What follows belongs to an exercise in optimizing a design on an open flow for small area, a short achievable clock period and few clock cycles per item; a production flow would make more cautious choices.
The RTL of this run was laid out without a check of its function.

==> design.v <==
module scarab_sb_inv (
    input  wire       dec,
    input  wire [7:0] a,
    output wire [7:0] v
);
    function [1:0] g4m(input [1:0] a, input [1:0] b);
        g4m = {(a[1]&b[1]) ^ (a[1]&b[0]) ^ (a[0]&b[1]), (a[1]&b[1]) ^ (a[0]&b[0])};
    endfunction
    function [1:0] g4sq(input [1:0] a);    
        g4sq = {a[1], a[1]^a[0]};
    endfunction
    function [3:0] g16m(input [3:0] a, input [3:0] b);
        reg [1:0] hh, ll;
        begin
            hh = g4m(a[3:2], b[3:2]); ll = g4m(a[1:0], b[1:0]);
            g16m = {g4m(a[3:2]^a[1:0], b[3:2]^b[1:0]) ^ ll, g4m(hh, 2'd3) ^ ll};
        end
    endfunction
    function [3:0] g16inv(input [3:0] a);
        reg [1:0] d, di;
        begin
            d  = g4m(g4sq(a[3:2]), 2'd3) ^ g4m(a[3:2], a[1:0]) ^ g4sq(a[1:0]);
            di = g4sq(d);
            g16inv = {g4m(a[3:2], di), g4m(a[3:2]^a[1:0], di)};
        end
    endfunction
    function [7:0] g256inv(input [7:0] a);
        reg [3:0] d, di;
        begin
            d  = g16m(g16m(a[7:4], a[7:4]), 4'd10) ^ g16m(a[7:4], a[3:0]) ^ g16m(a[3:0], a[3:0]);
            di = g16inv(d);
            g256inv = {g16m(a[7:4], di), g16m(a[7:4]^a[3:0], di)};
        end
    endfunction
    wire [7:0] tf = {(a[5] ^ a[7]), (a[1] ^ a[2] ^ a[3] ^ a[4] ^ a[5] ^ a[6]), (a[2] ^ a[3] ^ a[5] ^ a[7]), (a[1]), (a[2] ^ a[4]), (a[2] ^ a[7]), (a[1] ^ a[7]), (a[0] ^ a[1] ^ a[5] ^ a[6])};
    wire [7:0] ti = {(a[1] ^ a[2] ^ a[6] ^ a[7]), (~(a[0] ^ a[3])), (~(a[0] ^ a[4] ^ a[5] ^ a[6])), (a[0] ^ a[3] ^ a[6]), (~(a[3] ^ a[4] ^ a[6] ^ a[7])), (~(a[6] ^ a[7])), (a[0] ^ a[1] ^ a[3] ^ a[4]), (~(a[4] ^ a[6]))};
    assign v = g256inv(dec ? ti : tf);
endmodule
module scarab_sb_out (
    input  wire       dec,
    input  wire [7:0] v,
    output wire [7:0] y
);
    wire [7:0] yf = {(v[2] ^ v[4] ^ v[6]), (~(v[4] ^ v[6])), (~(v[2] ^ v[3] ^ v[4] ^ v[5])), (v[0] ^ v[4] ^ v[6]), (v[0] ^ v[2] ^ v[3] ^ v[4] ^ v[6]), (v[0] ^ v[1] ^ v[2] ^ v[4] ^ v[7]), (~(v[0] ^ v[1] ^ v[4])), (~(v[0] ^ v[2] ^ v[3] ^ v[4]))};
    wire [7:0] yi = {(v[1] ^ v[4]), (v[2] ^ v[3] ^ v[4] ^ v[5] ^ v[6]), (v[1] ^ v[4] ^ v[7]), (v[1] ^ v[2] ^ v[3] ^ v[4]), (v[1] ^ v[2] ^ v[4] ^ v[5] ^ v[7]), (v[1] ^ v[2] ^ v[4]), (v[4]), (v[0] ^ v[1] ^ v[2] ^ v[3] ^ v[4] ^ v[5] ^ v[6] ^ v[7])};
    assign y = dec ? yi : yf;
endmodule
module scarab_sb_inv_f (
    input  wire [7:0] a,
    output wire [7:0] v
);
    function [1:0] g4m(input [1:0] a, input [1:0] b);
        g4m = {(a[1]&b[1]) ^ (a[1]&b[0]) ^ (a[0]&b[1]), (a[1]&b[1]) ^ (a[0]&b[0])};
    endfunction
    function [1:0] g4sq(input [1:0] a);    
        g4sq = {a[1], a[1]^a[0]};
    endfunction
    function [3:0] g16m(input [3:0] a, input [3:0] b);
        reg [1:0] hh, ll;
        begin
            hh = g4m(a[3:2], b[3:2]); ll = g4m(a[1:0], b[1:0]);
            g16m = {g4m(a[3:2]^a[1:0], b[3:2]^b[1:0]) ^ ll, g4m(hh, 2'd3) ^ ll};
        end
    endfunction
    function [3:0] g16inv(input [3:0] a);
        reg [1:0] d, di;
        begin
            d  = g4m(g4sq(a[3:2]), 2'd3) ^ g4m(a[3:2], a[1:0]) ^ g4sq(a[1:0]);
            di = g4sq(d);
            g16inv = {g4m(a[3:2], di), g4m(a[3:2]^a[1:0], di)};
        end
    endfunction
    function [7:0] g256inv(input [7:0] a);
        reg [3:0] d, di;
        begin
            d  = g16m(g16m(a[7:4], a[7:4]), 4'd10) ^ g16m(a[7:4], a[3:0]) ^ g16m(a[3:0], a[3:0]);
            di = g16inv(d);
            g256inv = {g16m(a[7:4], di), g16m(a[7:4]^a[3:0], di)};
        end
    endfunction
    assign v = g256inv({(a[5] ^ a[7]), (a[1] ^ a[2] ^ a[3] ^ a[4] ^ a[5] ^ a[6]), (a[2] ^ a[3] ^ a[5] ^ a[7]), (a[1]), (a[2] ^ a[4]), (a[2] ^ a[7]), (a[1] ^ a[7]), (a[0] ^ a[1] ^ a[5] ^ a[6])});
endmodule
module scarab_sb_out_f (
    input  wire [7:0] v,
    output wire [7:0] y
);
    assign y = {(v[2] ^ v[4] ^ v[6]), (~(v[4] ^ v[6])), (~(v[2] ^ v[3] ^ v[4] ^ v[5])), (v[0] ^ v[4] ^ v[6]), (v[0] ^ v[2] ^ v[3] ^ v[4] ^ v[6]), (v[0] ^ v[1] ^ v[2] ^ v[4] ^ v[7]), (~(v[0] ^ v[1] ^ v[4])), (~(v[0] ^ v[2] ^ v[3] ^ v[4]))};
endmodule
module scarab_lane (
    input  wire         clk,
    input  wire         rst,         
    input  wire         key_load,
    input  wire [1:0]   key_size,
    input  wire [255:0] key_in,
    input  wire         start,
    input  wire         decrypt,
    input  wire [127:0] block_in,
    output wire         ready,
    output reg          done,
    output reg  [127:0] block_out
);
    genvar gi, gc, gr;
    function [3:0] nr_of(input [1:0] ks);
        nr_of = (ks == 2'd0) ? 4'd10 : (ks == 2'd1) ? 4'd12 : 4'd14;
    endfunction
    function last_of(input e, input d, input [1:0] ks, input [3:0] r);
        last_of = e ? (r == nr_of(ks) - 4'd1) : d ? (r == 4'd0) : (r == nr_of(ks));
    endfunction
    function [7:0] xtime(input [7:0] b);
        xtime = {b[6:0], 1'b0} ^ (b[7] ? 8'h1b : 8'h00);
    endfunction
    function [7:0] rcon_of(input [3:0] i);
        case (i)
            4'd1: rcon_of = 8'h01;  4'd2: rcon_of = 8'h02;  4'd3: rcon_of = 8'h04;
            4'd4: rcon_of = 8'h08;  4'd5: rcon_of = 8'h10;  4'd6: rcon_of = 8'h20;
            4'd7: rcon_of = 8'h40;  4'd8: rcon_of = 8'h80;  4'd9: rcon_of = 8'h1b;
            4'd10: rcon_of = 8'h36;
            default: rcon_of = 8'h00;
        endcase
    endfunction
    function [1:0] mod3(input [3:0] r);
        case (r)
            4'd0, 4'd3, 4'd6, 4'd9,  4'd12, 4'd15: mod3 = 2'd0;
            4'd1, 4'd4, 4'd7, 4'd10, 4'd13:        mod3 = 2'd1;
            default:                               mod3 = 2'd2;
        endcase
    endfunction
    function [10:0] kphase(input bwd, input [1:0] ks, input [3:0] r);
        reg t0, t2, rot;
        reg [3:0] idx;
        begin
            t0 = 1'b1; t2 = 1'b0; rot = 1'b1; idx = 4'd0;
            case (ks)
                2'd0: idx = bwd ? r : r + 4'd1;
                2'd1: begin
                    case (mod3(r))
                        2'd0: begin t0 = 1'b0; t2 = !bwd; end
                        2'd1: begin t0 = bwd;  t2 = 1'b0; end
                        default: begin t0 = !bwd; t2 = bwd; end
                    endcase
                    case (r)
                        4'd0:  idx = 4'd1;  4'd1:  idx = 4'd1;  4'd2:  idx = 4'd2;
                        4'd3:  idx = 4'd3;  4'd4:  idx = 4'd3;  4'd5:  idx = 4'd4;
                        4'd6:  idx = 4'd5;  4'd7:  idx = 4'd5;  4'd8:  idx = 4'd6;
                        4'd9:  idx = 4'd7;  4'd10: idx = 4'd7;  4'd11: idx = 4'd8;
                        default: idx = 4'd0;
                    endcase
                end
                default: begin
                    rot = r[0];
                    idx = r[0] ? ((r + 4'd1) >> 1) : 4'd0;
                end
            endcase
            kphase = {t0, t2, rot, rcon_of(idx)};
        end
    endfunction
    reg          i_blk, i_exp, i_dec;
    reg  [127:0] i_data;
    reg  [1:0]   cur_ks;             
    reg  [255:0] k0;                 
    reg  [255:0] kf;                 
    reg          kbusy;              
    reg          rdy;
    reg          a_v, a_e, a_d;
    reg  [1:0]   a_ks;
    reg  [3:0]   a_r;
    reg  [127:0] a_s;
    reg  [255:0] a_w;
    reg          b_v, b_e, b_d;
    reg  [1:0]   b_ks;
    reg  [3:0]   b_r;
    reg  [127:0] b_t;                
    reg  [255:0] b_w;
    reg  [31:0]  b_kt;               
    assign ready = rdy;
    wire [127:0] a_inv;
    wire [127:0] a_sr, a_isr;
    generate
        for (gi = 0; gi < 16; gi = gi + 1) begin : g_sa
            scarab_sb_inv u_sb (.dec(a_d), .a(a_s[127-8*gi -: 8]), .v(a_inv[127-8*gi -: 8]));
        end
        for (gc = 0; gc < 4; gc = gc + 1) begin : g_cols
            for (gr = 0; gr < 4; gr = gr + 1) begin : g_rows
                assign a_sr[127-8*(4*gc+gr) -: 8]  = a_inv[127-8*(4*((gc+gr)%4)+gr) -: 8];
                assign a_isr[127-8*(4*gc+gr) -: 8] = a_inv[127-8*(4*((gc+4-gr)%4)+gr) -: 8];
            end
        end
    endgenerate
    wire [31:0] aw0 = a_w[255:224], aw1 = a_w[223:192], aw2 = a_w[191:160], aw3 = a_w[159:128];
    wire [31:0] aw4 = a_w[127:96],  aw5 = a_w[95:64],   aw6 = a_w[63:32],   aw7 = a_w[31:0];
    wire        a_bwd = a_d & !a_e;
    reg  [31:0] a_kin;
    always @(*) begin
        if (!a_bwd) begin
            if (a_ks == 2'd1 && mod3(a_r) == 2'd0) a_kin = aw2 ^ aw3 ^ aw7;
            else                                   a_kin = aw7;
        end else begin
            case (a_ks)
                2'd0:    a_kin = aw3 ^ aw2;
                2'd1:    a_kin = (mod3(a_r) == 2'd1) ? aw1 : aw3;
                default: a_kin = aw3;
            endcase
        end
    end
    wire [31:0] a_kt;
    generate
        for (gi = 0; gi < 4; gi = gi + 1) begin : g_ka
            scarab_sb_inv_f u_ksb (.a(a_kin[8*gi +: 8]), .v(a_kt[8*gi +: 8]));
        end
    endgenerate
    wire         b_bwd = b_d & !b_e;
    wire [127:0] b_sb;
    generate
        for (gi = 0; gi < 16; gi = gi + 1) begin : g_sbb
            scarab_sb_out u_so (.dec(b_d), .v(b_t[127-8*gi -: 8]), .y(b_sb[127-8*gi -: 8]));
        end
    endgenerate
    wire [127:0] b_rk = b_bwd ? b_w[255:128] : b_w[127:0];
    wire [127:0] b_x  = b_sb ^ b_rk;           
    function [31:0] mix_col(input [31:0] c);
        reg [7:0] a0, a1, a2, a3;
        begin
            a0 = c[31:24]; a1 = c[23:16]; a2 = c[15:8]; a3 = c[7:0];
            mix_col[31:24] = xtime(a0 ^ a1) ^ a1 ^ a2 ^ a3;
            mix_col[23:16] = xtime(a1 ^ a2) ^ a2 ^ a3 ^ a0;
            mix_col[15:8]  = xtime(a2 ^ a3) ^ a3 ^ a0 ^ a1;
            mix_col[7:0]   = xtime(a3 ^ a0) ^ a0 ^ a1 ^ a2;
        end
    endfunction
    function [31:0] pre_inv(input [31:0] c);
        reg [7:0] a0, a1, a2, a3, t02, t13;
        begin
            a0 = c[31:24]; a1 = c[23:16]; a2 = c[15:8]; a3 = c[7:0];
            t02 = xtime(xtime(a0 ^ a2));
            t13 = xtime(xtime(a1 ^ a3));
            pre_inv = {a0 ^ t02, a1 ^ t13, a2 ^ t02, a3 ^ t13};
        end
    endfunction
    wire [127:0] b_mi, b_mo;
    generate
        for (gc = 0; gc < 4; gc = gc + 1) begin : g_mix
            assign b_mi[127-32*gc -: 32] = b_bwd ? pre_inv(b_x[127-32*gc -: 32]) : b_sb[127-32*gc -: 32];
            assign b_mo[127-32*gc -: 32] = mix_col(b_mi[127-32*gc -: 32]);
        end
    endgenerate
    wire [127:0] b_next = b_mo ^ (b_bwd ? 128'd0 : b_rk);
    wire [31:0] bw0 = b_w[255:224], bw1 = b_w[223:192], bw2 = b_w[191:160], bw3 = b_w[159:128];
    wire [31:0] bw4 = b_w[127:96],  bw5 = b_w[95:64],   bw6 = b_w[63:32],   bw7 = b_w[31:0];
    wire [31:0] b_ks_sub;
    generate
        for (gi = 0; gi < 4; gi = gi + 1) begin : g_kb
            scarab_sb_out_f u_kso (.v(b_kt[8*gi +: 8]), .y(b_ks_sub[8*gi +: 8]));
        end
    endgenerate
    wire [10:0] b_ph  = kphase(b_bwd, b_ks, b_r);
    wire        b_t0  = b_ph[10], b_t2 = b_ph[9], b_rot = b_ph[8];
    wire [31:0] b_T   = (b_rot ? {b_ks_sub[23:0], b_ks_sub[31:24]} : b_ks_sub) ^ {b_ph[7:0], 24'h000000};
    reg  [31:0] n0, n1, n2, n3;      
    reg         s0, s1, s2, s3;      
    always @(*) begin
        if (!b_bwd) begin
            case (b_ks)
                2'd0: begin
                    n0 = bw4; n1 = bw4 ^ bw5; n2 = bw4 ^ bw5 ^ bw6; n3 = bw4 ^ bw5 ^ bw6 ^ bw7;
                    {s0, s1, s2, s3} = 4'b1111;
                end
                2'd1: begin
                    n0 = b_t0 ? bw2 : bw2 ^ bw7;
                    n1 = n0 ^ bw3;
                    n2 = b_t2 ? bw4 : n1 ^ bw4;
                    n3 = n2 ^ bw5;
                    {s0, s1, s2, s3} = {b_t0, b_t0, b_t0 | b_t2, b_t0 | b_t2};
                end
                default: begin
                    n0 = bw0; n1 = bw0 ^ bw1; n2 = bw0 ^ bw1 ^ bw2; n3 = bw0 ^ bw1 ^ bw2 ^ bw3;
                    {s0, s1, s2, s3} = 4'b1111;
                end
            endcase
        end else begin
            case (b_ks)
                2'd0: begin
                    n0 = bw0; n1 = bw1 ^ bw0; n2 = bw2 ^ bw1; n3 = bw3 ^ bw2;
                    {s0, s1, s2, s3} = 4'b1000;
                end
                2'd1: begin
                    n0 = b_t0 ? bw2 : bw2 ^ bw1;
                    n1 = bw3 ^ bw2;
                    n2 = b_t2 ? bw4 : bw4 ^ bw3;
                    n3 = bw5 ^ bw4;
                    {s0, s1, s2, s3} = {b_t0, 1'b0, b_t2, 1'b0};
                end
                default: begin
                    n0 = bw4; n1 = bw5 ^ bw4; n2 = bw6 ^ bw5; n3 = bw7 ^ bw6;
                    {s0, s1, s2, s3} = 4'b1000;
                end
            endcase
        end
    end
    wire [127:0] b_new = {n0 ^ (s0 ? b_T : 32'd0), n1 ^ (s1 ? b_T : 32'd0),
                          n2 ^ (s2 ? b_T : 32'd0), n3 ^ (s3 ? b_T : 32'd0)};
    wire [255:0] b_wstep = b_bwd ? {b_new, b_w[255:128]} : {b_w[127:0], b_new};
    wire         b_last = last_of(b_e, b_d, b_ks, b_r);
    wire [3:0]   b_rn   = b_bwd ? b_r - 4'd1 : b_r + 4'd1;
    wire         i_any = i_blk | i_exp;
    wire [31:0]  k0w0 = k0[255:224], k0w1 = k0[223:192], k0w2 = k0[191:160], k0w3 = k0[159:128];
    wire [31:0]  k0w4 = k0[127:96],  k0w5 = k0[95:64];
    reg  [255:0] e_w;
    always @(*) begin
        if (i_exp) begin
            case (cur_ks)
                2'd0:    e_w = {k0[255:128], k0[255:128]};
                2'd1:    e_w = {k0w0, k0w1, k0w4 ^ k0w3, k0w5 ^ k0w4, k0[255:128]};
                default: e_w = k0;
            endcase
        end else begin
            e_w = i_dec ? kf : k0;
        end
    end
    wire [127:0] e_s = i_data ^ (i_dec ? kf[127:0] : k0[255:128]);
    wire [3:0]   e_r = i_exp ? ((cur_ks == 2'd2) ? 4'd1 : 4'd0) :
                       i_dec ? nr_of(cur_ks) - 4'd1 : 4'd1;
    wire         an_v  = i_any ? 1'b1 : (b_v & !b_last);
    wire         an_e  = i_any ? i_exp : b_e;
    wire         an_d  = i_any ? (i_dec & !i_exp) : b_d;
    wire [1:0]   an_ks = i_any ? cur_ks : b_ks;
    wire [3:0]   an_r  = i_any ? e_r : b_rn;
    wire         accept_key   = key_load & rdy;
    wire         accept_start = start & rdy & !key_load;
    wire         kf_cap = b_v & b_e & b_last;
    wire         k0_cap = b_v & b_e & (b_r == 4'd0);
    wire         kbusy_n = accept_key | (kbusy & !kf_cap);
    always @(posedge clk) begin
        i_data <= block_in;
        i_dec  <= decrypt;
        a_s    <= i_any ? e_s : b_next;
        a_w    <= i_any ? e_w : b_wstep;
        a_e    <= an_e;
        a_d    <= an_d;
        a_ks   <= an_ks;
        a_r    <= an_r;
        b_t    <= a_d ? a_isr : a_sr;
        b_kt   <= a_kt;
        b_w    <= a_w;
        b_e    <= a_e;
        b_d    <= a_d;
        b_ks   <= a_ks;
        b_r    <= a_r;
        block_out <= b_x;
        if (accept_key) begin
            k0     <= key_in;
            cur_ks <= key_size[1] ? 2'd2 : key_size;
        end else if (k0_cap) begin
            k0     <= b_wstep;
        end
        if (kf_cap) kf <= b_wstep;
        if (rst) begin
            i_blk <= 1'b0;
            i_exp <= 1'b0;
            a_v   <= 1'b0;
            b_v   <= 1'b0;
            kbusy <= 1'b0;
            rdy   <= 1'b1;
            done  <= 1'b0;
        end else begin
            i_blk <= accept_start;
            i_exp <= accept_key;
            a_v   <= an_v;
            b_v   <= a_v;
            kbusy <= kbusy_n;
            rdy   <= !kbusy_n & (!an_v | last_of(an_e, an_d, an_ks, an_r));
            done  <= b_v & !b_e & b_last;
        end
    end
endmodule
==> run.sh <==
#!/bin/bash
# synth_recipe.tcl (not shown) runs the flow's synth.tcl, then flattens the netlist and writes it again
# the make line also repeats each setting of config.mk as NAME=value (left out here)
make -C /OpenROAD-flow-scripts/flow DESIGN_CONFIG=/design/flow/config.mk WORK_HOME=/design/flow/orfs CLKGATE_MAP_FILE= SYNTH_SCRIPT=/design/flow/synth_recipe.tcl finish
==> config.mk <==
export PLATFORM = sky130hd
export DESIGN_NAME = scarab_lane
export DESIGN_NICKNAME = scarab_lane
export VERILOG_FILES = /design/flow/design.v
export SDC_FILE = /design/flow/constraint.sdc
export NUM_CORES = 8
export LEC_CHECK = 0
export CAP_MARGIN = 20
export CORE_MARGIN = 2
export CORE_UTILIZATION = 35
export PLACE_DENSITY = 0.45
export SLEW_MARGIN = 20
==> constraint.sdc <==
create_clock -name core_clock -period 10.0 [get_ports {clk}]
set_input_delay 2.0000 -clock core_clock [delete_from_list [all_inputs] [get_ports {clk}]]
set_output_delay 2.0000 -clock core_clock [all_outputs]
set_load 0.01 [all_outputs]
==> impl_results.md <==
- Run status: timing/DRC/antenna clean
- Sequential cell area: 37,240 sq um
- Sum of negative setup slack: 0 ns
- Peak Freq: 125.8 MHz
- Wire length of the first global-routing pass: 839,700 um
- Global-route met2 utilization: 0.5346
- Worst-margin pin slew: 1.419 ns
- Total routing usage reported by global routing: 0.3517
- Cell area after layout: 135,700 sq um
- Smallest setup slack after layout: 2.050 ns
- Number of distinct standard cells referenced by the synthesized netlist: 119
- Clock insertion delay at the later pin of the skew report: 0.99 ns
- Placer's final routability congestion estimate: 1.032
- Final #Nets: 14,641
- Setup Slack @ Placement: 2.229 ns
- Sequential-to-total area share from yosys stat: 0.3128
- DR WL/cell: 33.56 um
- Clock Pin Slew Worst Setup and Hold Paths: 0.06 ns
- Synthesized flop and latch total: 1,602
- Final Hold Viols: 0
- Post-synth top area share: 0.1830
- Arrival time reported for the critical path endpoint: 8.83 ns
- Final ANT Viol Nets: 0
- Total die area: 344,700 sq um
- Util after Layout: 0.4005
- FFs w/ async S/R, synth: 0
- Share of the clock period used by the worst path after layout: 0.7950
- Syn_nets: 14,614
- Antenna violations before repair: 75
- Total of warnings raised by yosys: 3
- Number of buffers added by the clock tree synthesis step: 199
- EDFF count, synth: 514
- Path category of the worst min-delay check: flip-flop to flip-flop
- Critical path's slowest cell: xor2_1
- Top-Level Pins: 521
- Max_cap viols: 0
- Overall die height: 587.1 um
- Detailed Place HPWL: 510,500 um
- Kind of cell adding the most delay to the critical path: XOR/XNOR gates
- Peak-usage layer in the global routing report: met2
- Startpoint Class: flip-flop
- Maximum level of the CTS H-tree: 4
- Fin Clk Skew: 0.1105 ns
- P&R area growth vs syn: 14.08%
- Maximum count of clock buffers along a single path: 4
- Worst relative slew slack: 0.05061
- Number of post-CTS setup repair buffers: 0
- Synthesized area per cell: 8.450 sq um
- Final period demand of the worst path: 7.950 ns
- Root buffer cell: clkbuf_16
- Pins over their slew limit: 0
- Final Routed Wirelength: 632,800 um
- DR vias: 105,664
- Syn Inst Count: 14,081
- Largest net degree at the start of global routing: 160
- Effective utilization at floorplan: 0.3510
- Top cells by area, synth: dfxtp_1 18%, xnor2_1 17%, edfxtp_1 13%
- Hold bufs inserted after CTS: 0
- Critical Path Sink Type: flip-flop
- Final global-route overflow total: 0
- Slowest stage delay, CP: 0.67 ns
- Top cell by count, worst path: xnor2_1
- Total of buffers placed on input and output ports: 520
- Worst path required time: 10.88 ns
- Setup repair after global routing missed its margin: false
- Filler instances: 34,216
- Critical path buffers and inverters: 3
- CTS resizes: 0
- Detail-routed via count per cell: 5.604
- Drt first-iter violations: 12,503
- Kind of critical path: flip-flop to flip-flop
- Post-detailed-route DRC marker count: 0
- Total number of placement rows: 214
- Via count of the first global-routing pass: 98,836
- Met3 Resource Use GR: 0.06568
- Fraction of final layout cells with drive strength greater than 1: 0.06415
- Endpoints failing setup: 0
- Synth area leader: dfxtp_1
- Total standard cell area after synthesis: 119,000 sq um
- Die boundary width: 587.1 um
- Clk sinks: 1,602
- TritonCTS clock tree: done
- Initial DRT Pass Iterations: 8
- Cell Area, Placed: 128,600 sq um
- Multi-input gate area: 76,660 sq um
- Most used flip-flop cell after synthesis: dfxtp_1
- Area of the core: 339,000 sq um
- Highest net fanout along the worst path: 36
- GR met1 Demand/Resource: 0.4579
[path summary, 6_finish.rpt]
check	startpoint	endpoint	slack, ns	cells past startpoint
hold / removal	a_w[73]$_DFF_P_	b_w[73]$_DFF_P_	0.31	0
setup reg to reg	a_ks[0]$_DFF_P_	b_kt[30]$_DFF_P_	2.05	26
setup / recovery	a_ks[0]$_DFF_P_	b_kt[30]$_DFF_P_	2.05	26
hold reg to reg	a_w[73]$_DFF_P_	b_w[73]$_DFF_P_	0.31	0
[layout by cell type (no fill, tap or decap), types with 34 or more instances in the layout]
cell / count
xnor3_1: 91
nand2b_1: 70
ha_1: 142
nand2_1: 1841
a22oi_1: 77
a21boi_0: 63
inv_1: 391
clkdlybuf4s50_1: 520
a21oi_1: 743
edfxtp_1: 514
nor3_1: 81
nand3b_1: 36
a211oi_1: 179
nor2_1: 1141
mux2i_1: 552
buf_4: 259
xnor2_1: 2313
diode_2: 40
clkinv_2: 34
xor2_1: 1116
dfxtp_1: 1079
o22ai_1: 99
o211ai_1: 135
clkbuf_16: 203
and2_1: 65
nand3_1: 170
o221ai_1: 95
a31oi_1: 46
mux2_2: 121
nor2b_1: 154
o21ai_0: 1002
a221oi_1: 93
[layout make-up]
type,count,share of cell area
tap,4536,0.04181
clock buffer,269,0.04168
sequential,1602,0.2743
inverter,408,0.01145
clock inverter,102,0.009687
antenna,40,0.0007374
timing repair buffer,800,0.05559
multi-input combinational,11097,0.5647
[kinds of logic (layout without fill, tap and decap cells)]
logic type	Yosys count	after routing	share of synthesized area
simple gates	3760	3760	0.1338
xor+xnor	3595	3595	0.2821
compound gates	2906	2906	0.1514
flops	1602	1602	0.3128
buf+inv	1382	1579	0.04516
mux	686	686	0.05921
fa+ha+maj	150	150	0.01560
other cells	0	40	0
[flip-flops by register name, indices dropped and copies added (netlist names), 2 cells and up, named ones only]
| signal | flops |
|---|---|
| a_w | 256 |
| b_w | 256 |
| k0 | 256 |
| kf | 256 |
| a_s | 128 |
| b_t | 128 |
| block_out | 128 |
| i_data | 128 |
| b_kt | 32 |
| a_r | 4 |
| b_r | 4 |
| a_ks | 2 |
| b_ks | 2 |
| cur_ks | 2 |
[worst register-to-register path, cell delays in order (launching register included)]
cell and delay [ns]:
dfxtp_2 0.52, buf_4 0.45, nor4b_4 0.28, buf_4 0.30
nand2_1 0.10, xnor2_1 0.15, o21ai_1 0.62, xor2_1 0.44
xor2_1 0.43, ha_1 0.30, xnor2_1 0.11, xnor2_1 0.25
a21oi_1 0.08, or4_1 0.53, nand2_1 0.11, xor2_1 0.23
inv_1 0.12, ha_1 0.26, xnor3_1 0.42, xor3_1 0.48
nand2_1 0.13, xor2_1 0.67, xnor2_1 0.29, nor3_1 0.22
a21oi_1 0.08, o21ai_1 0.17, xnor2_1 0.13
[per-layer routing]
layer	share of wire	wire length (um)	up-vias
met5	0.00044	280	-
met4	0.075	47230	20
met3	0.081	51160	918
met2	0.43	271900	4850
met1	0.41	262200	52203
li1	-	-	47673
[cells in the mapped netlist, types with 170 or more instances]
cell type,number
xnor2_1,2317
nand2_1,1845
nor2_1,1149
xor2_1,1119
dfxtp_1,1088
o21ai_0,1005
clkbuf_1,781
a21oi_1,751
mux2i_1,560
edfxtp_1,514
inv_1,393
a211oi_1,179
nand3_1,170
[metrics by stage]
stage | std cells | hold slack [ns]
detailed placement | 18441 | 0.3121
CTS | 18812 | 0.3248
global placement | 18439 | 0.3105
floorplan | 14081 | 0.3096
global route | 18827 | 0.3274
finish | 18854 | 0.3145

==> separate check: timing with driven ports <==
In the flow no input, the clock included, has a driving cell. The finished layout below was timed again as built, in two steps. Step 1, drivers: a clkbuf_16 drives clk and a buf_2 each remaining input, both assumed. Step 2 adds t to the input delays and takes it off the output delays; t is the mean of the earliest and latest rising clock arrival at the registers after step 1. Input paths then give back, and output paths get back, about the clock's delay inside the block. a / b / c = no drivers / after step 1 / after step 2; a / b = the first two.
t (ns): 1.048
setup slack, ns: 2.050 / 2.050 / 2.050
latest minus earliest clock arrival (ns): 0.115 / 0.115
worst slew at a driven data input, ns: 0.11
cell pins on the clock port's net: 1
After both steps setup and hold are still met in this run. The setup slack of this run moves by 0.000 ns with the drivers and by 0.000 ns with both steps.
